Context: an optimization exercise on an open-source flow, tuned for small area, a short achievable clock period and few clock cycles per item. The choices shown serve that exercise and are no tape-out recipe.
In this exercise RTL edits were held to simulation tests only and were not proved equivalent to the original.
No activity file was given, so power comes from the tool's default toggle rates.

## flow/design.v (module list and top-level ports; edited modules follow where they fit)
// module rs68_decoder: 1209 lines
// module idior_fec_rx: 1274 lines
module idior_fec_rx (
  input  wire        clk,
  input  wire        rst,           
  input  wire        in_valid,
  output wire        in_ready,
  input  wire [63:0] in_data,       
  output wire        out_valid,
  input  wire        out_ready,
  output reg  [63:0] out_data,      
  output wire        out_last,
  output reg  [1:0]  out_fix_even,  
  output reg         out_bad_even,  
  output reg  [1:0]  out_fix_odd,
  output reg         out_bad_odd,
  output reg         out_crc_ok
);
  // ...
==> flow/flow/run.sh <==
#!/bin/bash
# The standard layout (the standard.sh, unchanged synthesis), with the
# timing repair steps asked to leave a setup margin: the design is still laid
# out and signed off at the design's clock period, but the repair keeps
# improving the critical paths beyond what that period alone requires.
set -euo pipefail
export SETUP_SLACK_MARGIN=8.3
bash standard.sh finish > standard_flow.log 2>&1
==> flow/standard.sh <==
#!/bin/bash
# synth_recipe.tcl (not shown) runs the flow's synth.tcl, then flattens the netlist and writes it again
# the make line also repeats each setting of config.mk as NAME=value (left out here)
make -C /OpenROAD-flow-scripts/flow DESIGN_CONFIG=/design/flow/config.mk WORK_HOME=/design/flow/orfs CLKGATE_MAP_FILE= SYNTH_SCRIPT=/design/flow/synth_recipe.tcl "${@:-finish}"
==> flow/config.mk <==
export PLATFORM = sky130hd
export DESIGN_NAME = idior_fec_rx
export DESIGN_NICKNAME = idior_fec_rx
export VERILOG_FILES = /design/flow/design.v
export SDC_FILE = /design/flow/constraint.sdc
export NUM_CORES = 4
export LEC_CHECK = 0
export CAP_MARGIN = 20
export CORE_MARGIN = 2
export CORE_UTILIZATION = 50
export CTS_CLUSTER_DIAMETER = 60
export CTS_CLUSTER_SIZE = 30
export SLEW_MARGIN = 20
==> flow/constraint.sdc <==
create_clock -name core_clock -period 12.0 [get_ports {clk}]
set_input_delay 2.4000 -clock core_clock [delete_from_list [all_inputs] [get_ports {clk}]]
set_output_delay 2.4000 -clock core_clock [all_outputs]
set_load 0.01 [all_outputs]
==> run_results.csv, run 1 <==
group,metric,value,unit
logic_synthesis,netlist-cell-type-count,87,
floorplan,fp.coreArea,0.1995,sq mm
setup_path,path_delay_family,"flip-flops",
clock_network,skew_pair_late_insertion_delay,0.85,ns
finish,biggestRegsByFlops,"slot (1408), out_data (64), pf (64)",
floorplan,die-height,451.7,um
logic_synthesis,yosys_register_bits,2014,
power,power.group.top,"combinational logic",
timing,post-route-min-period,3.946,ns
finish,nonClockInverterCount,101,
finish,layout.non_clock_buffers,535,
timing,drv_slew,0,
timing,report.final.hold_viol_count,0,
outcome,run_status,"timing/DRC/antenna clean",
finish,clock_cell_area_share,4.545,%
hold_path,min-delay-path-class,"reg2reg",
finish,most-common-layout-cells,"1,743 x sky130_fd_sc_hd__edfxtp_1, 1,298 x sky130_fd_sc_hd__xnor2_1, 747 x sky130_fd_sc_hd__nand2_1, 551 x sky130_fd_sc_hd__nor2_1, 488 x sky130_fd_sc_hd__a22oi_1",
floorplan,pin_count,142,
clock_network,cts_root_buf,"sky130_fd_sc_hd__clkbuf_16",
logic_synthesis,ys.flop_type,"sky130_fd_sc_hd__edfxtp_1",
logic_synthesis,share_of_synthesized_registers_carrying_an_async_set_or_reset,0,%
power,switchingPower,0.01273,W
floorplan,fp.dieArea,0.2040,sq mm
power,totalPowerFinal,0.03098,W
setup_path,cp_data_arrival_time,1.55,ns
finish,final_cell_count_no_fill,11146,
finish,buffer_area_share,4.260,%
timing,max_clock_freq,0.2534,GHz
power,p_seq_share,29.7,%
global_routing,global_route.usage.met3,6.011,%
timing,fin_worst_hold_slack,0.3285,ns
finish,design.final.nets,8489,
timing,finalSetupViolations,0,
timing,timing.slew.headroom,20.60,%
hold_path,hold-path-endpoint,"u_dec.c_s0[3]$_DFF_P_",
power,leakagePower,37.66,nW
timing,post-route-worst-setup-slack,8.054,ns
finish,final.fill_count,16560,
finish,seq-cell-share,51.17,%
power,powerSeq,0.00919,W
power,swShare,41.09,%
Testbench counts, summed over its fixed seeds: cycles 6,720, items 384.
==> module idior_fec_rx, before the edit <==
module idior_fec_rx (
  input  wire        clk,
  input  wire        rst,           
  input  wire        in_valid,
  output wire        in_ready,
  input  wire [63:0] in_data,       
  output wire        out_valid,
  input  wire        out_ready,
  output reg  [63:0] out_data,      
  output wire        out_last,
  output reg  [1:0]  out_fix_even,  
  output reg         out_bad_even,  
  output reg  [1:0]  out_fix_odd,
  output reg         out_bad_odd,
  output reg         out_crc_ok
);
  function automatic [7:0] gf_mul(input [7:0] a, input [7:0] b);
    reg [7:0] p;
    reg [7:0] aa;
    integer i;
    begin
      p  = 8'h00;
      aa = a;
      for (i = 0; i < 8; i = i + 1) begin
        if (b[i]) p = p ^ aa;
        aa = {aa[6:0], 1'b0} ^ (aa[7] ? 8'h1d : 8'h00);
      end
      gf_mul = p;
    end
  endfunction
  function automatic [7:0] gf_sq(input [7:0] a);
    begin
      gf_sq = (a[0] ? 8'h01 : 8'h00) ^
            (a[1] ? 8'h04 : 8'h00) ^
            (a[2] ? 8'h10 : 8'h00) ^
            (a[3] ? 8'h40 : 8'h00) ^
            (a[4] ? 8'h1d : 8'h00) ^
            (a[5] ? 8'h74 : 8'h00) ^
            (a[6] ? 8'hcd : 8'h00) ^
            (a[7] ? 8'h13 : 8'h00);
    end
  endfunction
  function automatic [7:0] gf_inv(input [7:0] a);
    reg [654:0] t;
    reg [7:0] y;
    begin
      t[0] = ~a[3];
      t[1] = ~a[1];
      t[2] = ~a[4];
      t[3] = a[0] | a[1];
      t[4] = t[2] & t[3];
      t[5] = a[3] | ~(a[2]);
      t[6] = t[2] & t[5];
      t[7] = t[0] & ~(t[3]);
      t[8] = t[4] | t[6];
      t[9] = a[2] | ~(a[3]);
      t[10] = a[0] & ~(a[1]);
      t[11] = ~(t[5] & t[10]);
      t[12] = ~(a[2] & a[1]);
      t[13] = a[0] | ~(a[2]);
      t[14] = t[10] | ~(a[2]);
      t[15] = t[0] & ~(t[10]);
      t[16] = t[9] & t[11];
      t[17] = ~(t[8] & t[16]);
      t[18] = a[2] | ~(a[1]);
      t[19] = a[2] | ~(a[0]);
      t[20] = a[4] & t[19];
      t[21] = t[18] & t[20];
      t[22] = ~(t[5] & t[21]);
      t[23] = ~(t[17] & t[22]);
      t[24] = a[5] | t[23];
      t[25] = a[0] | ~(a[1]);
      t[26] = a[3] & t[25];
      t[27] = ~(a[0] ^ a[1]);
      t[28] = ~(a[2] & t[27]);
      t[29] = t[0] | t[28];
      t[30] = ~(a[0] & a[1]);
      t[31] = a[3] & t[30];
      t[32] = t[9] | ~(t[30]);
      t[33] = a[3] | ~(a[1]);
      t[34] = t[2] & t[33];
      t[35] = t[32] & t[34];
      t[36] = ~(t[29] & t[35]);
      t[37] = a[2] | a[1];
      t[38] = t[0] & t[12];
      t[39] = t[0] & t[37];
      t[40] = a[1] | ~(a[2]);
      t[41] = t[18] & t[40];
      t[42] = t[0] & ~(t[41]);
      t[43] = ~(t[20] & t[42]);
      t[44] = a[5] & t[43];
      t[45] = ~(t[36] & t[44]);
      t[46] = ~(t[24] & t[45]);
      t[47] = ~(a[6] & t[46]);
      t[48] = a[3] & t[37];
      t[49] = t[2] & ~(t[48]);
      t[50] = ~(a[2] & a[0]);
      t[51] = ~(a[0] & t[37]);
      t[52] = a[0] | ~(a[3]);
      t[53] = a[2] | a[0];
      t[54] = a[2] | ~(t[30]);
      t[55] = ~(t[28] & t[54]);
      t[56] = a[3] | t[55];
      t[57] = ~(t[52] & t[56]);
      t[58] = ~(t[49] & t[57]);
      t[59] = ~(t[15] & t[18]);
      t[60] = ~(t[15] & t[41]);
      t[61] = ~(t[19] & t[48]);
      t[62] = a[4] & t[61];
      t[63] = ~(t[60] & t[62]);
      t[64] = a[3] & t[3];
      t[65] = a[3] & t[50];
      t[66] = ~(t[50] & t[64]);
      t[67] = t[2] & t[66];
      t[68] = t[0] & t[13];
      t[69] = t[10] | ~(t[68]);
      t[70] = ~(t[67] & t[69]);
      t[71] = a[2] & t[30];
      t[72] = t[5] | ~(t[30]);
      t[73] = a[1] & t[13];
      t[74] = a[3] | t[73];
      t[75] = ~(a[1] & t[72]);
      t[76] = ~(t[19] & t[75]);
      t[77] = a[3] & t[13];
      t[78] = ~(a[1] & t[77]);
      t[79] = a[4] & t[78];
      t[80] = ~(t[76] & t[79]);
      t[81] = ~(t[70] & t[80]);
      t[82] = a[5] & t[63];
      t[83] = ~(t[58] & t[82]);
      t[84] = a[5] | t[81];
      t[85] = ~(t[83] & t[84]);
      t[86] = a[6] | t[85];
      t[87] = ~(t[47] & t[86]);
      t[88] = ~(a[7] & t[87]);
      t[89] = t[41] | ~(t[65]);
      t[90] = a[3] & a[4];
      t[91] = ~(a[3] | a[2]);
      t[92] = a[3] | t[53];
      t[93] = a[4] & t[92];
      t[94] = ~(t[89] & t[93]);
      t[95] = ~(t[3] & t[13]);
      t[96] = ~(t[0] & t[95]);
      t[97] = a[1] | t[50];
      t[98] = a[3] & t[53];
      t[99] = t[97] & t[98];
      t[100] = t[2] & ~(t[99]);
      t[101] = ~(t[96] & t[100]);
      t[102] = ~(t[94] & t[101]);
      t[103] = ~(a[5] & t[102]);
      t[104] = ~(a[3] & t[27]);
      t[105] = t[9] & t[104];
      t[106] = ~(t[59] & t[105]);
      t[107] = ~(t[2] & t[106]);
      t[108] = t[9] | ~(t[3]);
      t[109] = t[19] & t[52];
      t[110] = ~(t[73] & t[109]);
      t[111] = a[4] & t[108];
      t[112] = t[110] & t[111];
      t[113] = ~(a[5] | t[112]);
      t[114] = ~(t[107] & t[113]);
      t[115] = ~(t[103] & t[114]);
      t[116] = ~(a[6] & t[115]);
      t[117] = ~(t[25] & t[38]);
      t[118] = ~(t[26] & t[40]);
      t[119] = ~(t[117] & t[118]);
      t[120] = ~(t[2] & t[119]);
      t[121] = ~(t[0] & t[3]);
      t[122] = ~(t[71] & t[121]);
      t[123] = ~(t[20] & t[122]);
      t[124] = ~(t[120] & t[123]);
      t[125] = ~(a[5] & t[124]);
      t[126] = t[2] & ~(t[26]);
      t[127] = t[1] | t[19];
      t[128] = t[0] & t[127];
      t[129] = ~(t[13] & t[128]);
      t[130] = ~(t[126] & t[129]);
      t[131] = a[4] & t[97];
      t[132] = ~(t[104] & t[131]);
      t[133] = t[130] & t[132];
      t[134] = a[5] | t[133];
      t[135] = t[125] & t[134];
      t[136] = a[6] | t[135];
      t[137] = t[116] & t[136];
      t[138] = a[7] | t[137];
      y[6] = ~(t[88] & t[138]);
      t[139] = a[3] & t[18];
      t[140] = ~(t[19] & t[139]);
      t[141] = a[4] & t[140];
      t[142] = t[0] & t[19];
      t[143] = ~(t[3] & t[142]);
      t[144] = ~(t[141] & t[143]);
      t[145] = t[1] | t[50];
      t[146] = ~(t[39] & t[145]);
      t[147] = ~(t[64] & t[127]);
      t[148] = ~(t[146] & t[147]);
      t[149] = t[2] & t[148];
      t[150] = ~(a[5] | t[149]);
      t[151] = ~(t[144] & t[150]);
      t[152] = a[4] & a[5];
      t[153] = a[4] | t[7];
      t[154] = a[5] & t[153];
      t[155] = t[48] | t[91];
      t[156] = ~(a[4] & t[155]);
      t[157] = ~(t[154] & t[156]);
      t[158] = a[6] & t[157];
      t[159] = ~(t[151] & t[158]);
      t[160] = ~(t[40] & t[98]);
      t[161] = t[0] & t[53];
      t[162] = t[33] & ~(t[161]);
      t[163] = a[4] & t[162];
      t[164] = t[8] | t[163];
      t[165] = ~(t[1] & t[13]);
      t[166] = ~(t[14] & t[25]);
      t[167] = a[3] | t[166];
      t[168] = t[52] | ~(t[18]);
      t[169] = ~(t[167] & t[168]);
      t[170] = ~(t[2] & t[169]);
      t[171] = t[0] & t[10];
      t[172] = ~(a[2] & t[171]);
      t[173] = t[9] | t[25];
      t[174] = a[4] & t[173];
      t[175] = t[29] & t[174];
      t[176] = t[29] & t[173];
      t[177] = ~(t[172] & t[175]);
      t[178] = t[170] & t[177];
      t[179] = a[5] | t[178];
      t[180] = a[5] & t[160];
      t[181] = t[164] & t[180];
      t[182] = ~(a[6] | t[181]);
      t[183] = ~(t[179] & t[182]);
      t[184] = ~(t[159] & t[183]);
      t[185] = ~(a[7] & t[184]);
      t[186] = ~(t[25] & t[142]);
      t[187] = a[4] & t[160];
      t[188] = ~(t[186] & t[187]);
      t[189] = t[48] | t[153];
      t[190] = a[5] & t[188];
      t[191] = ~(t[189] & t[190]);
      t[192] = t[1] | t[13];
      t[193] = ~(t[161] & t[192]);
      t[194] = ~(t[100] & t[193]);
      t[195] = ~(t[40] & t[128]);
      t[196] = t[13] & t[19];
      t[197] = a[1] & ~(t[196]);
      t[198] = ~(a[3] & t[197]);
      t[199] = ~(t[195] & t[198]);
      t[200] = ~(a[4] & t[199]);
      t[201] = a[4] & ~(a[3]);
      t[202] = ~(t[127] & t[201]);
      t[203] = t[194] & t[200];
      t[204] = a[5] | t[203];
      t[205] = ~(a[0] & t[39]);
      t[206] = a[3] & t[12];
      t[207] = ~(t[3] & t[206]);
      t[208] = t[2] & t[207];
      t[209] = ~(t[205] & t[208]);
      t[210] = t[91] | ~(t[121]);
      t[211] = ~(t[18] & t[210]);
      t[212] = a[3] & t[19];
      t[213] = ~(t[28] & t[212]);
      t[214] = a[4] & t[213];
      t[215] = ~(t[211] & t[214]);
      t[216] = t[209] & t[215];
      t[217] = ~(a[2] & t[3]);
      t[218] = t[30] & t[217];
      t[219] = a[3] | t[218];
      t[220] = ~(t[1] & t[212]);
      t[221] = t[2] & t[220];
      t[222] = ~(t[219] & t[221]);
      t[223] = a[4] & t[28];
      t[224] = t[171] | ~(t[223]);
      t[225] = t[222] & t[224];
      t[226] = a[5] | t[225];
      t[227] = ~(a[5] & t[216]);
      t[228] = t[226] & t[227];
      t[229] = a[6] | t[228];
      t[230] = a[6] & t[191];
      t[231] = ~(t[204] & t[230]);
      t[232] = ~(t[229] & t[231]);
      t[233] = a[7] | t[232];
      y[5] = ~(t[185] & t[233]);
      t[234] = a[3] | t[196];
      t[235] = ~(t[27] & t[77]);
      t[236] = ~(t[234] & t[235]);
      t[237] = ~(t[2] & t[236]);
      t[238] = t[41] | ~(t[31]);
      t[239] = a[4] & ~(t[7]);
      t[240] = ~(t[238] & t[239]);
      t[241] = a[5] & t[240];
      t[242] = ~(t[237] & t[241]);
      t[243] = t[5] | ~(t[3]);
      t[244] = t[0] | t[27];
      t[245] = t[2] & t[244];
      t[246] = ~(t[243] & t[245]);
      t[247] = t[1] & t[196];
      t[248] = ~(t[201] & t[247]);
      t[249] = a[4] & ~(t[168]);
      t[250] = ~(a[5] | t[249]);
      t[251] = t[248] & t[250];
      t[252] = t[246] & t[251];
      t[253] = ~(a[7] | t[252]);
      t[254] = ~(t[242] & t[253]);
      t[255] = a[5] & ~(t[98]);
      t[256] = a[3] | t[25];
      t[257] = ~(t[255] & t[256]);
      t[258] = t[93] & t[97];
      t[259] = t[152] | t[258];
      t[260] = ~(t[257] & t[259]);
      t[261] = t[40] & t[65];
      t[262] = a[5] & ~(a[4]);
      t[263] = ~(t[261] & t[262]);
      t[264] = ~(a[3] & a[5]);
      t[265] = t[13] & t[264];
      t[266] = t[2] & t[25];
      t[267] = ~(t[265] & t[266]);
      t[268] = t[263] & t[267];
      t[269] = ~(t[260] & t[268]);
      t[270] = ~(a[7] & t[269]);
      t[271] = ~(t[254] & t[270]);
      t[272] = ~(a[6] & t[271]);
      t[273] = t[72] | ~(t[3]);
      t[274] = ~(t[25] & t[48]);
      t[275] = a[4] & t[273];
      t[276] = ~(t[274] & t[275]);
      t[277] = a[0] | ~(t[38]);
      t[278] = ~(t[100] & t[277]);
      t[279] = t[276] & t[278];
      t[280] = ~(a[5] & t[279]);
      t[281] = a[2] | ~(t[10]);
      t[282] = ~(t[9] & t[27]);
      t[283] = ~(t[281] & t[282]);
      t[284] = ~(t[2] & t[283]);
      t[285] = t[33] | ~(t[50]);
      t[286] = ~(t[141] & t[285]);
      t[287] = t[284] & t[286];
      t[288] = a[5] | t[287];
      t[289] = ~(t[280] & t[288]);
      t[290] = ~(a[7] & t[289]);
      t[291] = t[41] | ~(t[68]);
      t[292] = ~(t[31] & t[40]);
      t[293] = t[2] & t[292];
      t[294] = ~(t[291] & t[293]);
      t[295] = t[41] & ~(t[52]);
      t[296] = ~(t[33] | t[50]);
      t[297] = t[295] | t[296];
      t[298] = t[2] | t[297];
      t[299] = a[5] & t[298];
      t[300] = ~(t[294] & t[299]);
      t[301] = a[4] & t[32];
      t[302] = ~(t[167] & t[301]);
      t[303] = t[0] | t[247];
      t[304] = t[33] | ~(t[53]);
      t[305] = t[2] & t[304];
      t[306] = t[303] & t[305];
      t[307] = ~(a[5] | t[306]);
      t[308] = ~(t[302] & t[307]);
      t[309] = t[300] & t[308];
      t[310] = a[7] | t[309];
      t[311] = t[290] & t[310];
      t[312] = a[6] | t[311];
      y[4] = ~(t[272] & t[312]);
      t[313] = a[2] | t[10];
      t[314] = t[26] | t[313];
      t[315] = ~(t[131] & t[314]);
      t[316] = t[27] | ~(t[38]);
      t[317] = t[2] & t[108];
      t[318] = ~(t[316] & t[317]);
      t[319] = ~(t[315] & t[318]);
      t[320] = ~(a[6] & t[319]);
      t[321] = a[2] | t[27];
      t[322] = ~(t[0] & t[321]);
      t[323] = t[322] | ~(t[28]);
      t[324] = a[3] & t[41];
      t[325] = ~(t[53] & t[324]);
      t[326] = ~(t[323] & t[325]);
      t[327] = ~(a[4] & t[326]);
      t[328] = t[0] | t[145];
      t[329] = t[2] & t[328];
      t[330] = t[117] & t[329];
      t[331] = ~(a[6] | t[330]);
      t[332] = ~(t[327] & t[331]);
      t[333] = t[320] & t[332];
      t[334] = ~(a[5] | t[333]);
      t[335] = ~(t[18] & t[28]);
      t[336] = ~(t[0] & t[335]);
      t[337] = ~(t[245] & t[336]);
      t[338] = a[2] | ~(t[27]);
      t[339] = ~(t[217] & t[338]);
      t[340] = ~(a[3] & t[339]);
      t[341] = a[4] & t[340];
      t[342] = ~(t[322] & t[341]);
      t[343] = t[72] & ~(t[324]);
      t[344] = t[2] | t[343];
      t[345] = ~(t[37] & t[77]);
      t[346] = t[2] & t[345];
      t[347] = ~(t[195] & t[346]);
      t[348] = ~(t[344] & t[347]);
      t[349] = a[6] & t[342];
      t[350] = ~(t[337] & t[349]);
      t[351] = a[6] | t[348];
      t[352] = t[350] & t[351];
      t[353] = ~(a[5] & t[352]);
      t[354] = ~(a[7] | t[334]);
      t[355] = ~(t[353] & t[354]);
      t[356] = t[0] | t[218];
      t[357] = ~(t[68] & t[313]);
      t[358] = t[2] & t[357];
      t[359] = ~(t[356] & t[358]);
      t[360] = t[48] & t[53];
      t[361] = ~(t[145] & t[360]);
      t[362] = a[4] & t[277];
      t[363] = ~(t[361] & t[362]);
      t[364] = ~(t[359] & t[363]);
      t[365] = ~(a[6] & t[364]);
      t[366] = a[3] & t[321];
      t[367] = ~(t[14] & t[366]);
      t[368] = t[117] | ~(t[281]);
      t[369] = ~(t[367] & t[368]);
      t[370] = ~(t[2] & t[369]);
      t[371] = t[93] & ~(t[98]);
      t[372] = a[4] & ~(a[1]);
      t[373] = ~(a[6] | t[372]);
      t[374] = t[373] & ~(t[371]);
      t[375] = ~(t[370] & t[374]);
      t[376] = t[365] & t[375];
      t[377] = a[5] | t[376];
      t[378] = ~(t[27] & t[212]);
      t[379] = ~(t[10] & t[91]);
      t[380] = t[2] & t[379];
      t[381] = ~(t[378] & t[380]);
      t[382] = ~(t[62] & t[205]);
      t[383] = t[55] | ~(t[90]);
      t[384] = t[145] & ~(t[161]);
      t[385] = ~(t[2] & t[384]);
      t[386] = ~(t[165] & t[201]);
      t[387] = t[385] & t[386];
      t[388] = t[383] & t[387];
      t[389] = a[6] | t[388];
      t[390] = a[6] & t[381];
      t[391] = ~(t[382] & t[390]);
      t[392] = a[5] & t[391];
      t[393] = ~(t[389] & t[392]);
      t[394] = a[7] & t[393];
      t[395] = ~(t[377] & t[394]);
      y[3] = ~(t[355] & t[395]);
      t[396] = ~(t[1] & t[98]);
      t[397] = t[2] & t[396];
      t[398] = ~(t[336] & t[397]);
      t[399] = ~(t[174] & t[304]);
      t[400] = t[398] & t[399];
      t[401] = a[5] | t[400];
      t[402] = t[98] | t[128];
      t[403] = t[217] & ~(t[201]);
      t[404] = t[402] & t[403];
      t[405] = t[255] & t[316];
      t[406] = ~(t[262] | t[405]);
      t[407] = t[404] | t[406];
      t[408] = ~(t[401] & t[407]);
      t[409] = ~(a[7] & t[408]);
      t[410] = a[2] | t[25];
      t[411] = ~(t[210] & t[410]);
      t[412] = ~(t[361] & t[411]);
      t[413] = ~(t[2] & t[412]);
      t[414] = ~(t[197] & t[201]);
      t[415] = ~(t[71] & t[90]);
      t[416] = t[0] | t[71];
      t[417] = t[414] & t[415];
      t[418] = t[417] & ~(a[5]);
      t[419] = ~(t[413] & t[418]);
      t[420] = ~(t[211] & t[244]);
      t[421] = ~(t[2] & t[420]);
      t[422] = ~(t[90] & t[338]);
      t[423] = a[5] & t[422];
      t[424] = ~(t[421] & t[423]);
      t[425] = t[419] & t[424];
      t[426] = a[7] | t[425];
      t[427] = ~(t[409] & t[426]);
      t[428] = ~(a[6] & t[427]);
      t[429] = ~(t[1] & t[161]);
      t[430] = ~(t[145] & t[161]);
      t[431] = ~(t[78] & t[430]);
      t[432] = ~(t[2] & t[431]);
      t[433] = t[18] & t[196];
      t[434] = ~(a[3] & t[433]);
      t[435] = t[239] & t[434];
      t[436] = ~(a[5] | t[435]);
      t[437] = ~(t[432] & t[436]);
      t[438] = t[41] | ~(a[0]);
      t[439] = ~(a[3] & t[438]);
      t[440] = t[195] & t[439];
      t[441] = ~(t[152] & t[440]);
      t[442] = ~(t[10] & t[262]);
      t[443] = t[441] & t[442];
      t[444] = ~(t[437] & t[443]);
      t[445] = ~(a[7] & t[444]);
      t[446] = a[3] | t[335];
      t[447] = ~(t[176] & t[446]);
      t[448] = t[262] & t[447];
      t[449] = ~(a[7] | t[448]);
      t[450] = t[2] & ~(t[42]);
      t[451] = ~(t[439] & t[450]);
      t[452] = t[9] | t[27];
      t[453] = ~(t[243] & t[452]);
      t[454] = t[2] | t[453];
      t[455] = ~(t[451] & t[454]);
      t[456] = a[5] | t[455];
      t[457] = t[27] | ~(t[212]);
      t[458] = ~(t[336] & t[457]);
      t[459] = ~(t[152] & t[458]);
      t[460] = t[456] & t[459];
      t[461] = ~(t[449] & t[460]);
      t[462] = t[445] & t[461];
      t[463] = a[6] | t[462];
      y[2] = t[428] & t[463];
      t[464] = t[27] | ~(t[77]);
      t[465] = t[60] & t[416];
      t[466] = a[4] & t[464];
      t[467] = ~(t[219] & t[466]);
      t[468] = ~(t[2] & t[465]);
      t[469] = a[6] & t[467];
      t[470] = ~(t[468] & t[469]);
      t[471] = a[4] & t[234];
      t[472] = ~(t[19] & t[324]);
      t[473] = t[471] & t[472];
      t[474] = ~(t[25] & t[77]);
      t[475] = ~(t[162] & t[474]);
      t[476] = ~(t[2] & t[475]);
      t[477] = ~(a[6] | t[473]);
      t[478] = ~(t[476] & t[477]);
      t[479] = t[470] & t[478];
      t[480] = ~(a[7] & t[479]);
      t[481] = ~(t[48] & t[192]);
      t[482] = ~(t[74] & t[481]);
      t[483] = ~(a[0] & t[324]);
      t[484] = ~(t[3] & t[139]);
      t[485] = t[357] & t[484];
      t[486] = ~(t[2] & t[482]);
      t[487] = a[4] & ~(t[15]);
      t[488] = ~(t[483] & t[487]);
      t[489] = ~(t[486] & t[488]);
      t[490] = ~(a[6] & t[489]);
      t[491] = ~(a[4] & t[485]);
      t[492] = ~(t[37] & t[109]);
      t[493] = t[2] & t[492];
      t[494] = ~(a[6] | t[493]);
      t[495] = ~(t[491] & t[494]);
      t[496] = ~(t[490] & t[495]);
      t[497] = a[7] | t[496];
      t[498] = t[480] & t[497];
      t[499] = a[5] | t[498];
      t[500] = ~(t[68] & t[321]);
      t[501] = ~(t[53] & t[206]);
      t[502] = t[500] & t[501];
      t[503] = t[2] & t[502];
      t[504] = ~(t[112] | t[503]);
      t[505] = ~(a[6] & t[504]);
      t[506] = t[109] | ~(t[372]);
      t[507] = t[121] | ~(t[145]);
      t[508] = t[2] & ~(t[324]);
      t[509] = t[507] & t[508];
      t[510] = t[506] & ~(t[509]);
      t[511] = a[6] | t[510];
      t[512] = ~(t[505] & t[511]);
      t[513] = ~(a[7] & t[512]);
      t[514] = t[261] | ~(t[273]);
      t[515] = ~(a[4] & t[514]);
      t[516] = ~(t[186] & t[397]);
      t[517] = t[515] & t[516];
      t[518] = ~(a[6] & t[517]);
      t[519] = ~(t[18] & t[50]);
      t[520] = a[3] | t[519];
      t[521] = ~(t[341] & t[520]);
      t[522] = t[48] | ~(t[50]);
      t[523] = t[2] & t[522];
      t[524] = ~(a[6] | t[523]);
      t[525] = ~(t[521] & t[524]);
      t[526] = t[518] & t[525];
      t[527] = a[7] | t[526];
      t[528] = ~(t[513] & t[527]);
      t[529] = ~(a[5] & t[528]);
      y[1] = t[499] & t[529];
      t[530] = a[2] | ~(t[15]);
      t[531] = ~(t[131] & t[530]);
      t[532] = ~(a[3] ^ t[19]);
      t[533] = ~(t[4] & t[532]);
      t[534] = t[531] & t[533];
      t[535] = a[5] | t[534];
      t[536] = ~(t[97] & t[161]);
      t[537] = ~(t[67] & t[536]);
      t[538] = ~(t[90] & t[166]);
      t[539] = ~(t[41] & t[201]);
      t[540] = a[0] | t[539];
      t[541] = a[5] & t[540];
      t[542] = t[538] & t[541];
      t[543] = ~(t[537] & t[542]);
      t[544] = ~(t[535] & t[543]);
      t[545] = ~(a[6] & t[544]);
      t[546] = ~(a[3] & t[51]);
      t[547] = t[2] & t[429];
      t[548] = ~(t[546] & t[547]);
      t[549] = a[4] & t[457];
      t[550] = ~(a[5] | t[549]);
      t[551] = ~(t[548] & t[550]);
      t[552] = t[10] | ~(t[48]);
      t[553] = t[316] & t[552];
      t[554] = ~(a[4] & t[553]);
      t[555] = ~(t[3] & t[91]);
      t[556] = t[2] & t[555];
      t[557] = ~(t[457] & t[556]);
      t[558] = a[5] & t[557];
      t[559] = ~(t[554] & t[558]);
      t[560] = t[551] & t[559];
      t[561] = a[6] | t[560];
      t[562] = ~(t[545] & t[561]);
      t[563] = ~(t[238] & t[357]);
      t[564] = ~(t[2] & t[563]);
      t[565] = ~(t[18] & t[99]);
      t[566] = a[4] & t[74];
      t[567] = ~(t[565] & t[566]);
      t[568] = a[3] | t[433];
      t[569] = ~(t[397] & t[568]);
      t[570] = t[131] & t[410];
      t[571] = t[90] | t[570];
      t[572] = ~(t[484] & t[571]);
      t[573] = ~(t[110] & t[452]);
      t[574] = t[2] & t[573];
      t[575] = ~(t[213] & t[471]);
      t[576] = ~(t[126] & t[313]);
      t[577] = t[2] | t[274];
      t[578] = a[6] & t[202];
      t[579] = t[577] & t[578];
      t[580] = ~(t[564] & t[579]);
      t[581] = ~(a[6] | t[574]);
      t[582] = ~(t[572] & t[581]);
      t[583] = t[580] & t[582];
      t[584] = ~(a[5] & t[583]);
      t[585] = t[567] & t[569];
      t[586] = ~(a[6] & t[585]);
      t[587] = ~(t[575] & t[576]);
      t[588] = a[6] | t[587];
      t[589] = t[586] & t[588];
      t[590] = a[5] | t[589];
      t[591] = a[7] & t[590];
      t[592] = ~(t[584] & t[591]);
      t[593] = a[7] | t[562];
      y[0] = t[592] & t[593];
      t[594] = ~(t[33] & t[223]);
      t[595] = ~(t[50] & t[139]);
      t[596] = t[143] & t[595];
      t[597] = ~(t[2] & t[596]);
      t[598] = ~(t[594] & t[597]);
      t[599] = ~(t[77] & t[338]);
      t[600] = ~(t[261] & t[281]);
      t[601] = t[41] | ~(t[142]);
      t[602] = ~(t[208] & t[601]);
      t[603] = a[4] & t[429];
      t[604] = t[234] & ~(t[366]);
      t[605] = ~(t[603] & t[604]);
      t[606] = t[602] & t[605];
      t[607] = ~(t[127] & t[210]);
      t[608] = ~(t[341] & t[607]);
      t[609] = ~(t[39] & t[50]);
      t[610] = ~(t[483] & t[609]);
      t[611] = ~(t[2] & t[610]);
      t[612] = ~(t[143] & t[329]);
      t[613] = ~(t[303] & t[603]);
      t[614] = t[612] & t[613];
      t[615] = a[5] | t[614];
      t[616] = ~(t[59] & t[208]);
      t[617] = a[5] & ~(t[21]);
      t[618] = t[202] & t[617];
      t[619] = ~(t[616] & t[618]);
      t[620] = t[615] & t[619];
      t[621] = t[5] & ~(t[10]);
      t[622] = t[72] & ~(t[621]);
      t[623] = a[4] | t[622];
      t[624] = ~(a[3] & t[335]);
      t[625] = ~(t[603] & t[624]);
      t[626] = ~(t[623] & t[625]);
      t[627] = ~(a[5] & t[626]);
      t[628] = ~(t[2] & t[9]);
      t[629] = t[519] | t[628];
      t[630] = ~(t[12] & t[26]);
      t[631] = ~(t[362] & t[630]);
      t[632] = t[629] & t[631];
      t[633] = a[5] | t[632];
      t[634] = t[627] & t[633];
      t[635] = a[6] | t[620];
      t[636] = a[5] | t[598];
      t[637] = a[4] & ~(t[210]);
      t[638] = ~(t[599] & t[637]);
      t[639] = t[2] & ~(t[39]);
      t[640] = ~(t[600] & t[639]);
      t[641] = a[5] & t[638];
      t[642] = ~(t[640] & t[641]);
      t[643] = a[6] & t[642];
      t[644] = ~(t[636] & t[643]);
      t[645] = t[635] & t[644];
      t[646] = ~(a[7] & t[645]);
      t[647] = a[6] | t[634];
      t[648] = t[608] & t[611];
      t[649] = a[5] | t[648];
      t[650] = ~(a[5] & t[606]);
      t[651] = a[6] & t[650];
      t[652] = ~(t[649] & t[651]);
      t[653] = ~(t[647] & t[652]);
      t[654] = a[7] | t[653];
      y[7] = ~(t[646] & t[654]);
      gf_inv = y;
    end
  endfunction
  function automatic [7:0] gf_pos(input [7:0] a);
    reg [316:0] t;
    reg [7:0] y;
    begin
      t[0] = ~a[3];
      t[1] = ~a[4];
      t[2] = ~a[6];
      t[3] = a[2] & ~(a[1]);
      t[4] = a[0] | ~(a[2]);
      t[5] = ~(a[1] | a[0]);
      t[6] = a[0] | ~(t[3]);
      t[7] = a[1] & a[0];
      t[8] = ~(a[2] | t[7]);
      t[9] = a[3] | t[8];
      t[10] = ~(t[0] & t[5]);
      t[11] = ~(t[9] & t[10]);
      t[12] = ~(t[6] & t[11]);
      t[13] = ~(a[2] | a[0]);
      t[14] = a[2] | ~(t[5]);
      t[15] = ~(a[3] & t[14]);
      t[16] = ~(a[4] | a[5]);
      t[17] = ~(a[6] | a[7]);
      t[18] = t[16] & t[17];
      t[19] = t[15] & t[18];
      y[6] = t[12] & t[19];
      t[20] = a[2] & a[3];
      t[21] = a[3] & ~(a[1]);
      t[22] = ~(t[5] & t[20]);
      t[23] = a[1] & ~(a[0]);
      t[24] = a[2] & a[0];
      t[25] = t[23] | ~(a[2]);
      t[26] = t[9] | ~(t[25]);
      t[27] = t[22] & t[26];
      t[28] = ~(t[16] & t[27]);
      t[29] = a[2] | ~(a[3]);
      t[30] = ~(a[3] & t[13]);
      t[31] = ~(a[1] & t[13]);
      t[32] = t[0] | t[31];
      t[33] = ~(a[2] | a[3]);
      t[34] = ~(t[5] & t[33]);
      t[35] = a[3] & a[4];
      t[36] = t[31] | ~(t[35]);
      t[37] = a[4] & ~(a[3]);
      t[38] = t[1] | t[34];
      t[39] = t[36] & t[38];
      t[40] = a[3] & t[24];
      t[41] = ~(t[21] & t[24]);
      t[42] = a[4] | ~(a[3]);
      t[43] = ~(a[0] & t[3]);
      t[44] = a[4] | t[41];
      t[45] = a[5] & t[44];
      t[46] = ~(a[3] | a[4]);
      t[47] = a[2] | t[5];
      t[48] = ~(t[46] & t[47]);
      t[49] = t[3] | t[48];
      t[50] = t[45] & t[49];
      t[51] = ~(t[39] & t[50]);
      t[52] = t[5] | t[7];
      t[53] = ~(t[33] & t[52]);
      t[54] = ~(t[13] & t[21]);
      t[55] = t[41] & t[54];
      t[56] = t[53] & t[55];
      t[57] = a[4] & ~(a[5]);
      t[58] = ~(t[56] & t[57]);
      t[59] = t[51] & t[58];
      t[60] = ~(t[28] & t[59]);
      t[61] = ~(t[17] & t[60]);
      t[62] = t[4] | t[42];
      t[63] = t[36] & t[62];
      t[64] = a[5] | t[63];
      t[65] = a[4] | t[34];
      t[66] = t[3] & t[37];
      t[67] = ~(a[5] & t[66]);
      t[68] = t[65] & t[67];
      t[69] = a[5] & ~(a[4]);
      t[70] = a[3] & t[69];
      t[71] = t[30] | ~(t[69]);
      t[72] = t[0] & t[16];
      t[73] = t[14] | ~(t[72]);
      t[74] = a[0] & t[21];
      t[75] = ~(t[16] & t[74]);
      t[76] = t[68] & ~(a[7]);
      t[77] = ~(t[64] & t[76]);
      t[78] = t[71] & t[75];
      t[79] = a[7] & t[78];
      t[80] = ~(t[73] & t[79]);
      t[81] = ~(t[77] & t[80]);
      t[82] = ~(a[6] & t[81]);
      t[83] = a[7] & ~(a[6]);
      t[84] = t[6] | ~(t[37]);
      t[85] = ~(a[5] & t[84]);
      t[86] = ~(a[2] & t[7]);
      t[87] = ~(t[7] & t[20]);
      t[88] = a[4] | t[87];
      t[89] = ~(t[14] & t[86]);
      t[90] = ~(t[46] & t[89]);
      t[91] = a[2] | ~(a[0]);
      t[92] = t[35] & t[91];
      t[93] = t[92] & ~(a[1]);
      t[94] = ~(a[5] | t[93]);
      t[95] = t[90] & t[94];
      t[96] = ~(t[88] & t[95]);
      t[97] = ~(t[85] & t[96]);
      t[98] = ~(t[83] & t[97]);
      t[99] = t[61] & t[98];
      y[5] = t[82] & t[99];
      t[100] = a[2] & t[52];
      t[101] = t[12] | ~(t[86]);
      t[102] = ~(t[41] & t[101]);
      t[103] = ~(t[69] & t[102]);
      t[104] = a[3] | t[43];
      t[105] = ~(t[32] & t[104]);
      t[106] = a[4] & a[5];
      t[107] = ~(t[57] | t[69]);
      t[108] = ~(t[105] & t[107]);
      t[109] = t[53] | ~(t[57]);
      t[110] = t[41] | ~(t[57]);
      t[111] = t[17] & t[110];
      t[112] = t[109] & t[111];
      t[113] = t[108] & t[112];
      t[114] = ~(t[103] & t[113]);
      t[115] = a[1] | ~(t[33]);
      t[116] = a[4] | t[115];
      t[117] = a[0] & ~(t[116]);
      t[118] = t[44] & t[84];
      t[119] = t[118] & ~(t[117]);
      t[120] = a[5] | t[119];
      t[121] = a[2] & t[23];
      t[122] = t[14] & ~(t[121]);
      t[123] = t[70] & ~(t[122]);
      t[124] = a[6] & a[7];
      t[125] = t[120] & t[124];
      t[126] = t[125] & ~(t[123]);
      t[127] = ~(a[0] & t[66]);
      t[128] = ~(a[5] & t[127]);
      t[129] = ~(a[3] ^ a[4]);
      t[130] = ~(t[89] & t[129]);
      t[131] = ~(t[6] | t[129]);
      t[132] = ~(a[5] | t[131]);
      t[133] = ~(t[130] & t[132]);
      t[134] = ~(t[128] & t[133]);
      t[135] = t[83] & t[134];
      t[136] = ~(t[126] | t[135]);
      t[137] = a[6] & ~(a[7]);
      t[138] = ~(t[37] & t[100]);
      t[139] = t[31] | t[42];
      t[140] = a[5] & t[138];
      t[141] = ~(t[139] & t[140]);
      t[142] = t[122] | ~(t[46]);
      t[143] = a[5] | ~(t[142]);
      t[144] = ~(t[6] & t[31]);
      t[145] = t[42] | ~(t[144]);
      t[146] = ~(t[36] & t[145]);
      t[147] = t[143] | t[146];
      t[148] = ~(t[141] & t[147]);
      t[149] = ~(t[137] & t[148]);
      t[150] = t[136] & t[149];
      y[4] = t[114] & t[150];
      t[151] = t[84] & t[88];
      t[152] = a[5] | t[151];
      t[153] = t[2] & t[67];
      t[154] = ~(a[3] & t[106]);
      t[155] = t[31] | t[154];
      t[156] = a[7] & t[155];
      t[157] = t[65] & t[156];
      t[158] = t[153] & t[157];
      t[159] = ~(t[152] & t[158]);
      t[160] = t[0] & t[57];
      t[161] = ~(t[144] & t[160]);
      t[162] = t[71] & t[161];
      t[163] = t[21] & ~(t[91]);
      t[164] = ~(t[16] & t[163]);
      t[165] = t[124] & t[164];
      t[166] = ~(t[162] & t[165]);
      t[167] = t[159] & t[166];
      t[168] = a[5] | ~(t[34]);
      t[169] = t[168] | ~(t[139]);
      t[170] = t[29] | t[52];
      t[171] = a[4] | t[170];
      t[172] = t[25] | ~(t[37]);
      t[173] = a[5] & t[172];
      t[174] = ~(t[171] & t[173]);
      t[175] = ~(t[169] & t[174]);
      t[176] = t[137] & t[175];
      t[177] = t[27] | ~(t[16]);
      t[178] = t[1] & t[15];
      t[179] = ~(t[14] & t[43]);
      t[180] = a[5] & t[179];
      t[181] = ~(t[178] & t[180]);
      t[182] = ~(t[105] & t[106]);
      t[183] = t[10] | ~(t[57]);
      t[184] = t[181] & t[183];
      t[185] = t[177] & t[184];
      t[186] = t[111] & t[185];
      t[187] = ~(t[182] & t[186]);
      t[188] = ~(t[110] & t[176]);
      t[189] = t[167] & t[187];
      y[3] = t[188] & t[189];
      t[190] = ~(t[54] & t[101]);
      t[191] = ~(t[69] & t[190]);
      t[192] = ~(t[37] & t[180]);
      t[193] = t[5] & ~(t[33]);
      t[194] = t[57] & ~(t[20]);
      t[195] = ~(t[193] & t[194]);
      t[196] = t[109] & t[195];
      t[197] = t[192] & t[196];
      t[198] = ~(t[191] & t[197]);
      t[199] = ~(t[17] & t[198]);
      t[200] = t[88] & ~(t[128]);
      t[201] = ~(t[65] & t[200]);
      t[202] = t[137] & t[201];
      t[203] = ~(t[169] & t[202]);
      t[204] = ~(t[35] & t[121]);
      t[205] = t[116] & t[204];
      t[206] = a[5] | t[205];
      t[207] = ~(t[23] & t[70]);
      t[208] = a[6] & t[207];
      t[209] = t[75] & t[208];
      t[210] = ~(t[206] & t[209]);
      t[211] = t[2] & t[84];
      t[212] = t[69] & ~(t[115]);
      t[213] = ~(t[106] & t[163]);
      t[214] = t[57] & ~(t[87]);
      t[215] = ~(t[72] & t[89]);
      t[216] = t[213] & ~(t[214]);
      t[217] = t[216] & ~(t[212]);
      t[218] = t[211] & t[215];
      t[219] = ~(t[217] & t[218]);
      t[220] = a[7] & t[219];
      t[221] = ~(t[210] & t[220]);
      t[222] = t[203] & t[221];
      y[2] = ~(t[199] & t[222]);
      t[223] = t[14] & ~(t[24]);
      t[224] = t[223] | ~(t[178]);
      t[225] = ~(t[39] & t[224]);
      t[226] = ~(a[5] & t[225]);
      t[227] = t[47] | ~(t[72]);
      t[228] = t[183] & t[227];
      t[229] = ~(t[226] & t[228]);
      t[230] = ~(t[17] & t[229]);
      t[231] = ~(t[139] & t[200]);
      t[232] = a[4] & t[40];
      t[233] = ~(t[46] & t[121]);
      t[234] = ~(a[5] | t[232]);
      t[235] = t[145] & t[234];
      t[236] = ~(t[233] & t[235]);
      t[237] = t[137] & t[236];
      t[238] = ~(t[231] & t[237]);
      t[239] = ~(t[2] & t[57]);
      t[240] = t[55] | t[239];
      t[241] = a[3] | t[6];
      t[242] = a[5] & ~(t[84]);
      t[243] = ~(t[22] & t[86]);
      t[244] = ~(t[16] & t[243]);
      t[245] = t[52] | t[154];
      t[246] = t[3] | t[245];
      t[247] = ~(t[244] & t[246]);
      t[248] = t[242] | t[247];
      t[249] = ~(t[83] & t[248]);
      t[250] = t[240] & t[249];
      t[251] = ~(t[70] & t[121]);
      t[252] = ~(t[120] & t[251]);
      t[253] = ~(t[124] & t[252]);
      t[254] = t[250] & t[253];
      t[255] = t[238] & t[254];
      y[1] = ~(t[230] & t[255]);
      t[256] = ~(t[56] & t[241]);
      t[257] = ~(t[57] & t[256]);
      t[258] = ~(t[7] | t[13]);
      t[259] = ~(t[72] & t[258]);
      t[260] = t[43] | ~(t[69]);
      t[261] = t[259] & t[260];
      t[262] = ~(t[257] & t[261]);
      t[263] = ~(t[17] & t[262]);
      t[264] = t[153] & t[213];
      t[265] = a[5] | ~(t[232]);
      t[266] = t[264] & t[265];
      t[267] = ~(t[152] & t[266]);
      t[268] = t[44] & t[204];
      t[269] = a[5] | t[268];
      t[270] = ~(t[208] & t[269]);
      t[271] = a[7] & t[270];
      t[272] = ~(t[267] & t[271]);
      t[273] = t[34] & ~(t[40]);
      t[274] = t[1] | t[273];
      t[275] = ~(t[62] & t[274]);
      t[276] = t[143] | t[275];
      t[277] = t[171] & ~(t[85]);
      t[278] = ~(t[116] & t[277]);
      t[279] = t[137] & t[278];
      t[280] = ~(t[276] & t[279]);
      t[281] = t[272] & t[280];
      y[0] = ~(t[263] & t[281]);
      t[282] = ~(t[12] & t[55]);
      t[283] = ~(t[69] & t[282]);
      t[284] = a[3] | t[89];
      t[285] = t[22] & t[30];
      t[286] = ~(t[284] & t[285]);
      t[287] = ~(t[16] & t[286]);
      t[288] = t[155] & t[192];
      t[289] = t[257] & t[288];
      t[290] = t[287] & t[289];
      t[291] = ~(t[283] & t[290]);
      t[292] = ~(t[17] & t[291]);
      t[293] = t[276] | ~(t[32]);
      t[294] = ~(t[87] & t[170]);
      t[295] = ~(t[1] & t[294]);
      t[296] = t[116] & t[173];
      t[297] = ~(t[295] & t[296]);
      t[298] = t[137] & t[297];
      t[299] = ~(t[293] & t[298]);
      t[300] = t[153] & t[215];
      t[301] = t[40] | t[193];
      t[302] = ~(t[57] & t[301]);
      t[303] = t[246] & t[302];
      t[304] = a[3] & t[16];
      t[305] = t[100] & t[304];
      t[306] = ~(t[212] | t[305]);
      t[307] = t[303] & t[306];
      t[308] = ~(t[300] & t[307]);
      t[309] = ~(t[8] & t[46]);
      t[310] = t[204] & t[309];
      t[311] = a[5] | t[310];
      t[312] = t[162] & t[209];
      t[313] = ~(t[311] & t[312]);
      t[314] = a[7] & t[308];
      t[315] = ~(t[313] & t[314]);
      t[316] = t[299] & t[315];
      y[7] = ~(t[292] & t[316]);
      gf_pos = y;
    end
  endfunction
  function automatic [7:0] gf_qsolve(input [7:0] c);
    begin
      gf_qsolve = (c[0] ? 8'hd6 : 8'h00) ^
                (c[1] ? 8'he8 : 8'h00) ^
                (c[2] ? 8'hea : 8'h00) ^
                (c[3] ? 8'h2c : 8'h00) ^
                (c[4] ? 8'hee : 8'h00) ^
                (c[5] ? 8'h00 : 8'h00) ^
                (c[6] ? 8'h24 : 8'h00) ^
                (c[7] ? 8'h50 : 8'h00);
    end
  endfunction
  function automatic gf_tr(input [7:0] c);
    begin
      gf_tr = ^(c & 8'h20);
    end
  endfunction
  localparam integer NSLOT = 22;
  localparam [31:0] CRC_RESIDUE = 32'hdebb20e3;
  reg  [4:0]  in_cnt;       
  reg         in_rdy;
  reg  [4:0]  cnt;          
  reg         full;         
  reg         nempty;       
  reg  [NSLOT-1:0] wsel;    
  reg  [NSLOT-1:0] rsel;    
  wire in_fire  = in_valid && in_rdy;
  wire in_last  = (in_cnt == 5'd16);
  wire wr_en    = in_fire && !in_last;
  wire launch   = in_fire && in_last;
  assign in_ready = in_rdy;
  reg         ov;           
  reg         olast;
  reg  [3:0]  ok;           
  reg         rv;           
  reg         lastp;        
  reg         cv;           
  wire        r_load;       
  reg         pf_v;         
  reg  [63:0] pf;
  wire out_adv = !ov || out_ready;
  wire mv      = out_adv && rv && pf_v && !lastp;    
  wire rd_en   = nempty && (!pf_v || mv);            
  wire up   = wr_en && !rd_en;
  wire down = rd_en && !wr_en;
  wire [4:0] cnt_p1 = cnt + 5'd1;
  wire [4:0] cnt_m1 = cnt - 5'd1;
  wire [4:0] cnt_n  = up ? cnt_p1 : down ? cnt_m1 : cnt;
  wire       full_n = up ? (cnt == NSLOT - 1) : down ? 1'b0 : full;
  wire       nemp_n = up ? 1'b1 : down ? (cnt != 5'd1) : nempty;
  assign out_valid = ov;
  assign out_last  = olast;
  always @(posedge clk) begin
    if (rst) begin
      in_cnt   <= 5'd0;
      in_rdy   <= 1'b0;
      cnt      <= 5'd0;
      full     <= 1'b0;
      nempty   <= 1'b0;
      wsel     <= {{(NSLOT-1){1'b0}}, 1'b1};
      rsel     <= {{(NSLOT-1){1'b0}}, 1'b1};
      ov       <= 1'b0;
      olast    <= 1'b0;
      pf_v     <= 1'b0;
      ok       <= 4'd0;
      rv       <= 1'b0;
      lastp    <= 1'b0;
      cv       <= 1'b0;
    end else begin
      if (in_fire)
        in_cnt <= in_last ? 5'd0 : in_cnt + 5'd1;
      in_rdy <= !full_n;
      cnt    <= cnt_n;
      full   <= full_n;
      nempty <= nemp_n;
      if (wr_en)
        wsel <= {wsel[NSLOT-2:0], wsel[NSLOT-1]};
      if (rd_en)
        rsel  <= {rsel[NSLOT-2:0], rsel[NSLOT-1]};
      if (rd_en)
        pf_v  <= 1'b1;
      else if (mv)
        pf_v  <= 1'b0;
      cv <= mv;
      if (mv) begin
        ov    <= (ok != 4'd15);
        olast <= 1'b0;
        lastp <= (ok == 4'd15);
        ok    <= ok + 4'd1;
      end else if (lastp) begin
        ov    <= 1'b1;
        olast <= 1'b1;
        lastp <= 1'b0;
      end else if (out_adv) begin
        ov    <= 1'b0;
      end
      if (r_load)
        rv <= 1'b1;
      else if (mv && ok == 4'd15)
        rv <= 1'b0;
    end
  end
  reg  [63:0] slot [0:NSLOT-1];
  reg  [63:0] rdata;
  integer si;
  genvar gi;
  generate
    for (gi = 0; gi < NSLOT; gi = gi + 1) begin : g_slot
      always @(posedge clk) begin
        if (wsel[gi] && !full)
          slot[gi] <= in_data;
      end
    end
  endgenerate
  always @(posedge clk) begin
    if (rd_en)
      pf <= rdata;
  end
  always @(*) begin
    rdata = 64'd0;
    for (si = 0; si < NSLOT; si = si + 1)
      rdata = rdata | (rsel[si] ? slot[si] : 64'd0);
  end
  reg  [31:0] se_acc, so_acc;
  reg  [31:0] se_n, so_n;
  integer j, i;
  always @(*) begin
    for (j = 0; j < 4; j = j + 1) begin
      se_n[8*j +: 8] = (in_cnt == 5'd0) ? 8'h00 : se_acc[8*j +: 8];
      so_n[8*j +: 8] = (in_cnt == 5'd0) ? 8'h00 : so_acc[8*j +: 8];
      for (i = 0; i < 4; i = i + 1) begin
        se_n[8*j +: 8] = gf_mul(se_n[8*j +: 8], 8'h01 << j) ^ in_data[16*i +: 8];
        so_n[8*j +: 8] = gf_mul(so_n[8*j +: 8], 8'h01 << j) ^ in_data[16*i+8 +: 8];
      end
    end
  end
  always @(posedge clk) begin
    if (in_fire) begin
      se_acc <= se_n;
      so_acc <= so_n;
    end
  end
  wire [6:0] e_p1, e_p2, o_p1, o_p2;
  wire [7:0] e_v1, e_v2, o_v1, o_v2;
  wire [1:0] e_fix, o_fix;
  wire       e_bad, o_bad;
  rs68_decoder u_dec (
    .clk(clk), .rst(rst), .load(launch), .synd_e(se_acc), .synd_o(so_acc),
    .busy(rv), .r_load(r_load),
    .fix_e(e_fix), .bad_e(e_bad), .pos1_e(e_p1), .pos2_e(e_p2),
    .val1_e(e_v1), .val2_e(e_v2),
    .fix_o(o_fix), .bad_o(o_bad), .pos1_o(o_p1), .pos2_o(o_p2),
    .val1_o(o_v1), .val2_o(o_v2)
  );
  reg  [63:0] cdata;
  reg  [5:0]  sym;
  integer b;
  always @(*) begin
    for (b = 0; b < 8; b = b + 1) begin
      sym = {ok, b[2:1]};
      cdata[8*b +: 8] = pf[8*b +: 8];
      if (b[0] == 1'b0) begin
        if (e_p1 == {1'b0, sym}) cdata[8*b +: 8] = cdata[8*b +: 8] ^ e_v1;
        if (e_p2 == {1'b0, sym}) cdata[8*b +: 8] = cdata[8*b +: 8] ^ e_v2;
      end else begin
        if (o_p1 == {1'b0, sym}) cdata[8*b +: 8] = cdata[8*b +: 8] ^ o_v1;
        if (o_p2 == {1'b0, sym}) cdata[8*b +: 8] = cdata[8*b +: 8] ^ o_v2;
      end
    end
  end
  function automatic [31:0] crc32_beat(input [31:0] c, input [63:0] d);
    begin
      crc32_beat[0] = ^(c & 32'h481b4e5a) ^ ^(d & 64'h04d101df481b4e5a);
      crc32_beat[1] = ^(c & 32'h90369cb5) ^ ^(d & 64'h09a203be90369cb5);
      crc32_beat[2] = ^(c & 32'h206d396b) ^ ^(d & 64'h1344077d206d396b);
      crc32_beat[3] = ^(c & 32'h40da72d7) ^ ^(d & 64'h26880efa40da72d7);
      crc32_beat[4] = ^(c & 32'h81b4e5af) ^ ^(d & 64'h4d101df481b4e5af);
      crc32_beat[5] = ^(c & 32'h0369cb5e) ^ ^(d & 64'h9a203be90369cb5e);
      crc32_beat[6] = ^(c & 32'h4ec8d8e6) ^ ^(d & 64'h3091760d4ec8d8e6);
      crc32_beat[7] = ^(c & 32'h9d91b1cd) ^ ^(d & 64'h6122ec1a9d91b1cd);
      crc32_beat[8] = ^(c & 32'h3b23639a) ^ ^(d & 64'hc245d8353b23639a);
      crc32_beat[9] = ^(c & 32'h3e5d896e) ^ ^(d & 64'h805ab1b53e5d896e);
      crc32_beat[10] = ^(c & 32'h34a05c86) ^ ^(d & 64'h046462b534a05c86);
      crc32_beat[11] = ^(c & 32'h6940b90c) ^ ^(d & 64'h08c8c56a6940b90c);
      crc32_beat[12] = ^(c & 32'hd2817218) ^ ^(d & 64'h11918ad4d2817218);
      crc32_beat[13] = ^(c & 32'ha502e430) ^ ^(d & 64'h232315a9a502e430);
      crc32_beat[14] = ^(c & 32'h4a05c860) ^ ^(d & 64'h46462b534a05c860);
      crc32_beat[15] = ^(c & 32'h940b90c0) ^ ^(d & 64'h8c8c56a6940b90c0);
      crc32_beat[16] = ^(c & 32'h600c6fda) ^ ^(d & 64'h1dc9ac92600c6fda);
      crc32_beat[17] = ^(c & 32'hc018dfb5) ^ ^(d & 64'h3b935924c018dfb5);
      crc32_beat[18] = ^(c & 32'h8031bf6a) ^ ^(d & 64'h7726b2498031bf6a);
      crc32_beat[19] = ^(c & 32'h00637ed5) ^ ^(d & 64'hee4d649300637ed5);
      crc32_beat[20] = ^(c & 32'h48ddb3f0) ^ ^(d & 64'hd84bc8f948ddb3f0);
      crc32_beat[21] = ^(c & 32'hd9a029bb) ^ ^(d & 64'hb446902dd9a029bb);
      crc32_beat[22] = ^(c & 32'hfb5b1d2c) ^ ^(d & 64'h6c5c2184fb5b1d2c);
      crc32_beat[23] = ^(c & 32'hf6b63a59) ^ ^(d & 64'hd8b84309f6b63a59);
      crc32_beat[24] = ^(c & 32'ha5773ae8) ^ ^(d & 64'hb5a187cca5773ae8);
      crc32_beat[25] = ^(c & 32'h02f53b8a) ^ ^(d & 64'h6f920e4602f53b8a);
      crc32_beat[26] = ^(c & 32'h05ea7715) ^ ^(d & 64'hdf241c8c05ea7715);
      crc32_beat[27] = ^(c & 32'h43cfa071) ^ ^(d & 64'hba9938c743cfa071);
      crc32_beat[28] = ^(c & 32'hcf840eb8) ^ ^(d & 64'h71e37051cf840eb8);
      crc32_beat[29] = ^(c & 32'h9f081d70) ^ ^(d & 64'he3c6e0a39f081d70);
      crc32_beat[30] = ^(c & 32'h760b74bb) ^ ^(d & 64'hc35cc098760b74bb);
      crc32_beat[31] = ^(c & 32'ha40da72d) ^ ^(d & 64'h826880efa40da72d);
    end
  endfunction
  reg  [31:0] crc;
  wire [31:0] crc_n = crc32_beat(crc, out_data);
  always @(posedge clk) begin
    if (rst)
      crc <= 32'hffffffff;
    else if (cv)
      crc <= lastp ? 32'hffffffff : crc_n;
  end
  always @(posedge clk) begin
    if (lastp)
      out_crc_ok <= (crc_n == CRC_RESIDUE);
  end
  always @(posedge clk) begin
    if (mv) begin
      out_data <= cdata;
      if (ok == 4'd15) begin
        out_fix_even <= e_fix;
        out_bad_even <= e_bad;
        out_fix_odd  <= o_fix;
        out_bad_odd  <= o_bad;
      end
    end
  end
endmodule
==> inputs of run 2 (changes only) <==
--- a/flow/design.v
+++ b/flow/design.v
@@ -3324,3 +3324,3 @@
   reg  [NSLOT-1:0] rsel;    
-  wire in_fire  = in_valid && in_rdy;
+  wire in_fire  = in_valid && !full;    
   wire in_last  = (in_cnt == 5'd16);
@@ -3346,3 +3346,3 @@
   wire [4:0] cnt_n  = up ? cnt_p1 : down ? cnt_m1 : cnt;
-  wire       full_n = up ? (cnt == NSLOT - 1) : down ? 1'b0 : full;
+  wire       full_n = up ? (cnt == NSLOT - 1) : down ? 1'b0 : (cnt == NSLOT);
   wire       nemp_n = up ? 1'b1 : down ? (cnt != 5'd1) : nempty;
@@ -3355,3 +3355,3 @@
       cnt      <= 5'd0;
-      full     <= 1'b0;
+      full     <= 1'b1;
       nempty   <= 1'b0;
@@ -3513,13 +3513,20 @@
   always @(posedge clk) begin
-    if (lastp)
-      out_crc_ok <= (crc_n == CRC_RESIDUE);
-  end
-  always @(posedge clk) begin
-    if (mv) begin
-      out_data <= cdata;
-      if (ok == 4'd15) begin
-        out_fix_even <= e_fix;
-        out_bad_even <= e_bad;
-        out_fix_odd  <= o_fix;
-        out_bad_odd  <= o_bad;
+    if (rst) begin
+      out_data     <= 64'd0;
+      out_crc_ok   <= 1'b0;
+      out_fix_even <= 2'd0;
+      out_bad_even <= 1'b0;
+      out_fix_odd  <= 2'd0;
+      out_bad_odd  <= 1'b0;
+    end else begin
+      if (lastp)
+        out_crc_ok <= (crc_n == CRC_RESIDUE);
+      if (mv) begin
+        out_data <= cdata;
+        if (ok == 4'd15) begin
+          out_fix_even <= e_fix;
+          out_bad_even <= e_bad;
+          out_fix_odd  <= o_fix;
+          out_bad_odd  <= o_bad;
+        end
       end
--- a/flow/flow/run.sh
+++ b/flow/flow/run.sh
@@ -6,3 +6,3 @@
 set -euo pipefail
-export SETUP_SLACK_MARGIN=8.3
+export SETUP_SLACK_MARGIN=8.4
 bash standard.sh finish > standard_flow.log 2>&1
--- a/flow/config.mk
+++ b/flow/config.mk
@@ -10,4 +10,2 @@
 export CORE_UTILIZATION = 50
-export CTS_CLUSTER_DIAMETER = 60
-export CTS_CLUSTER_SIZE = 30
 export SLEW_MARGIN = 20
==> run 2 against run 1 <==
Compared with the run above:
- synthesized area is 0.82% higher
- cell count is 3.4% higher
- wire length is 3.9% higher
- die area is 0.82% higher
- non-clock buffer count is 8 higher
- final area is 2.3% higher
- critical path depth is 1 higher
- core utilization is 0.73 points higher
- clock skew is 0.030 ns higher
- global-route usage is 1.3 points higher
- sequential share of layout area is 1.6 points lower
- largest cell class unchanged
==> run_results.csv, run 2 <==
group,metric,value,unit
placement,dp_hpwl,220600,um
setup_path,path_delay_family,"flip-flops",
timing,final.setup.tns,0,ns
floorplan,floorplan.initialDensity,50.15,%
logic_synthesis,yosysWarningCount,3,
setup_path,timing.rr.start,"u_dec.a_num1[1]$_DFF_P_",
timing,post-route-worst-setup-slack,8.178,ns
logic_synthesis,synth_top_family_by_area,"XOR/XNOR gates",
timing,post-route-min-period,3.822,ns
floorplan,die-height,453.6,um
setup_path,path_class,"reg2out",
route,drt-wirelength-per-cell,31.37,um
floorplan,pin_count,142,
power,totalPowerFinal,0.03240,W
flow_run,timing.max_cap.violations,0,
setup_path,timing.critical_path.slowest_cell_delay,0.32,ns
route,detail-route-antenna-nets,0,
setup_path,crit_path_max_fanout,2,
setup_path,cp_data_arrival_time,1.42,ns
finish,final.fill_count,16642,
timing,finalCritPeriodShare,31.85,%
timing,final.setup_skew,0.07830,ns
global_routing,first_global_vias,68704,
setup_path,depth_of_the_most_critical_reg_to_reg_path,10,
global_routing,grt.total_usage,34.31,%
logic_synthesis,synth_edf_count,1672,
setup_path,endpoint,"out_data[36]",
timing,report.final.hold_viol_count,0,
outcome,run_status,"timing/DRC/antenna clean",
finish,design.final.nets,8793,
finish,commonest_non_fill_non_tap_cell_in_the_layout,"sky130_fd_sc_hd__edfxtp_1",
finish,seqCellArea,0.05738,sq mm
clock_network,cts_made_buffers,204,
power,power.ir.vdd_worst,0.5094,mV
setup_path,endpoint_kind,"output port",
timing,drv_slew,0,
placement,port-buffer-count,141,
finish,most-common-layout-cells,"1,672 x sky130_fd_sc_hd__edfxtp_1, 1,268 x sky130_fd_sc_hd__xnor2_1, 912 x sky130_fd_sc_hd__nand2_1, 526 x sky130_fd_sc_hd__nor2_1, 484 x sky130_fd_sc_hd__a22oi_1",
floorplan,fp.dieArea,0.2057,sq mm
setup_path,worstPathRequired,9.60,ns
finish,biggestRegsByFlops,"slot (1408), out_data (64), pf (64)",
logic_synthesis,yosysTopAreaCell,"sky130_fd_sc_hd__edfxtp_1",
route,post_drt_via_cell_ratio,6.360,
logic_synthesis,synthMostInstantiatedCell,"sky130_fd_sc_hd__edfxtp_1",
floorplan,die_width,453.6,um
timing,rsz_0062_raised_after_global_routing,"yes",
logic_synthesis,share_of_synthesized_registers_carrying_an_async_set_or_reset,0,%
logic_synthesis,netlist-cell-type-count,97,
clock_network,clock_tree.htree_level_count,4,
logic_synthesis,synth_compound_gate_area_share,11.89,%
timing,finalSetupViolations,0,
logic_synthesis,yosys.area_share.xor_xnor,17.91,%
logic_synthesis,yosys.area.top_type_share,49.69,%
logic_synthesis,syn-mean-instance-area,11.87,sq um
setup_path,r2r_setup_slack,8.47,ns
hold_path,min-delay-path-class,"reg2reg",
logic_synthesis,synth.area.top_cells,"sky130_fd_sc_hd__edfxtp_1 50%, sky130_fd_sc_hd__xnor2_1 11%, sky130_fd_sc_hd__dfxtp_1 6.8%",
setup_path,timing.rr.end,"u_dec.b_inn[5]$_DFF_P_",
timing,timing.slew.headroom,23.46,%
route,dr.pass1.iters,7,
finish,synthToLayoutAreaGrowth,14.53,%
setup_path,crit_path_launch_type,"flip-flop",
global_routing,gr_ovfl_total,0,
clock_network,tritoncts_num_sinks,2014,
logic_synthesis,synth_seq_area_share,56.46,%
timing,max_clock_freq,0.2616,GHz
power,leakagePower,39.00,nW
global_routing,pin_count_of_the_biggest_net_entering_global_routing,83,
logic_synthesis,synth.net_count,8640,
setup_path,critPathSlowestCell,"sky130_fd_sc_hd__dfxtp_2",
route,drcViolationCount,0,
route,detailedRoute.firstIterationViolations,10435,
placement,dpl_worst_slack,6.339,ns
setup_path,crit_cells,2,
timing,fin_worst_hold_slack,0.3264,ns
clock_network,ctsLongestPathBuffers,3,
timing,max_slew.worst_pin.slew,1.147,ns
finish,largest_register_ffs,1408,
clock_network,skew_pair_late_insertion_delay,0.90,ns
floorplan,fp.coreArea,0.2015,sq mm
setup_path,crit_path_buffers_inverters,2,
power,power.density,279.9,mW/mm^2
clock_network,cts_root_buf,"sky130_fd_sc_hd__clkbuf_16",
route,wl,361400,um
floorplan,rows,165,
logic_synthesis,synthesized_instance_count,8513,
finish,utilization,57.44,%
route,detailroute.via_count,73277,
setup_path,critPathLaunch,"out_data[36]$_SDFFE_PP0P_",
logic_synthesis,ys.flop_type,"sky130_fd_sc_hd__edfxtp_1",
logic_synthesis,post_synth_most_frequent_cells,"1,672 x sky130_fd_sc_hd__edfxtp_1, 1,313 x sky130_fd_sc_hd__xnor2_1, 915 x sky130_fd_sc_hd__nand2_1, 531 x sky130_fd_sc_hd__nor2_1, 484 x sky130_fd_sc_hd__a22oi_1",
global_routing,antenna_found_initial,24,
clock_network,clkTransAtPathRegs,0.06,ns
logic_synthesis,synthSimpleGateAreaFrac,9.135,%
placement,place.gp.congestion,0.9597,
finish,post_route_cells_drive_above_1_share,13.65,%
logic_synthesis,post_synth_fa_ha_maj_area_fraction,0.7305,%
finish,top_register,"slot",
finish,multi_input_area,0.04252,sq mm
global_routing,grt_first_pass_wirelength,509800,um
clock_network,cts_tree,"yes",
logic_synthesis,yosys_register_bits,2014,
logic_synthesis,syn_std_cell_area,0.1010,sq mm
setup_path,crit_chain,"buf_8 > buf_6",
logic_synthesis,synthMuxAreaShare,1.165,%
-- run 2: worst min path at each step --
stage / cells after the start / to / from / slack [ns]
2_1_floorplan: 0 / u_dec.b_szero$_DFF_P_ / u_dec.a_szero$_DFF_P_ / 0.31
3_3_place_gp: 0 / u_dec.c_s0[5]$_DFF_P_ / u_dec.b_s0[5]$_DFF_P_ / 0.31
3_5_place_dp: 0 / u_dec.c_s0[6]$_DFF_P_ / u_dec.b_s0[6]$_DFF_P_ / 0.31
4_1_cts: 0 / u_dec.c_s0[3]$_DFF_P_ / u_dec.b_s0[3]$_DFF_P_ / 0.33
5_1_grt: 0 / u_dec.c_s0[5]$_DFF_P_ / u_dec.b_s0[5]$_DFF_P_ / 0.33
6_report: 0 / u_dec.c_s0[4]$_DFF_P_ / u_dec.b_s0[4]$_DFF_P_ / 0.33
-- run 2: kinds of logic (layout without fill, tap and decap cells) --
kind of cell / after synthesis / count (layout)
compound gates: 1737 / 1737
xor+xnor: 1813 / 1813
fa+ha+maj: 59 / 59
buf+inv: 698 / 1023
flops: 2014 / 2014
mux: 88 / 88
other cells: 0 / 10
simple gates: 2104 / 2106
-- run 2: what timing repair did --
| item | 4_1_cts | 5_1_grt |
|---|---|---|
| setup endpoints to repair | 323 | 164 |
| hold buffers | 0 | 0 |
| buffers inserted | 99 | 43 |
| pin swaps | 20 | 26 |
| cloned | 14 | 6 |
| resized for setup | 711 | 102 |
-- run 2: power breakdown --
part / leakage [nW] / switching [W] / internal [W]
logic: 17.6 / 0.00946 / 0.00726
registers: 18.1 / 0.000809 / 0.00838
clock network: 3.33 / 0.00284 / 0.00364
-- run 2: layout make-up --
cell class,count,area share (%)
diodes,10,0.02162
clock buffers,253,4.655
clock inverters,127,1.272
inverters,95,0.3957
multi-input cells,5803,36.74
flip-flops and latches,2014,49.58
well taps,2672,2.889
repair buffers,543,4.401
repair inverters,5,0.04649
-- run 2: per-stage QoR --
stage	area [sq um]	instances
2_1_floorplan	101700	8513
4_1_cts	114900	11461
3_3_place_gp	106000	10968
3_5_place_dp	106000	10968
6_report	115700	11522
5_1_grt	115700	11515
-- run 2: per-layer routing --
| metal | wire length (um) | part of all wire [%] | global-route usage [%] | vias up |
|---|---|---|---|---|
| li1 | - | - | - | 31303 |
| met1 | 145800 | 40 | 48.75 | 36731 |
| met2 | 163200 | 45 | 53.18 | 4506 |
| met3 | 39430 | 11 | 6.539 | 719 |
| met4 | 12930 | 3.6 | 10.96 | 18 |
| met5 | 117 | 0.032 | 0 | - |
Testbench counts of run 2, summed over its fixed seeds: cycles 6,720, items 384.

## re-timing with driven ports
How much do the figures lean on ideal ports? The routed layouts below were timed once more, with nothing changed but the port constraints.
Step 1 sets driving cells, clkbuf_16 on the clock port and buf_2 on the other inputs (assumed; they add their load-dependent delay and slew).
Step 2 moves the port delays by t, midway between the first and last clock arrival at a register: inputs arrive t later, outputs are due t later. That takes back most of the time a late clock gives input paths.
Three values: no drivers, after step 1, after step 2; two values: the first two.
| run | shift t [ns] | slack for setup (ns) | hold slack, ns | worst setup path after step 2 | slew at the worst register clock pin (ns) |
|---|---|---|---|---|---|
| run 1 | 0.910 | 8.054 / 7.962 / 7.489 | 0.328 / 0.328 / 0.328 | input to register | 0.11 / 0.11 |
| run 2 | 0.947 | 8.178 / 8.087 / 7.453 | 0.326 / 0.326 / 0.326 | input to register | 0.08 / 0.08 |
After both steps setup and hold are still met in every run listed. For run 2, which loses most, drivers alone change the setup slack by -0.091 ns; drivers and shift together by -0.725 ns.
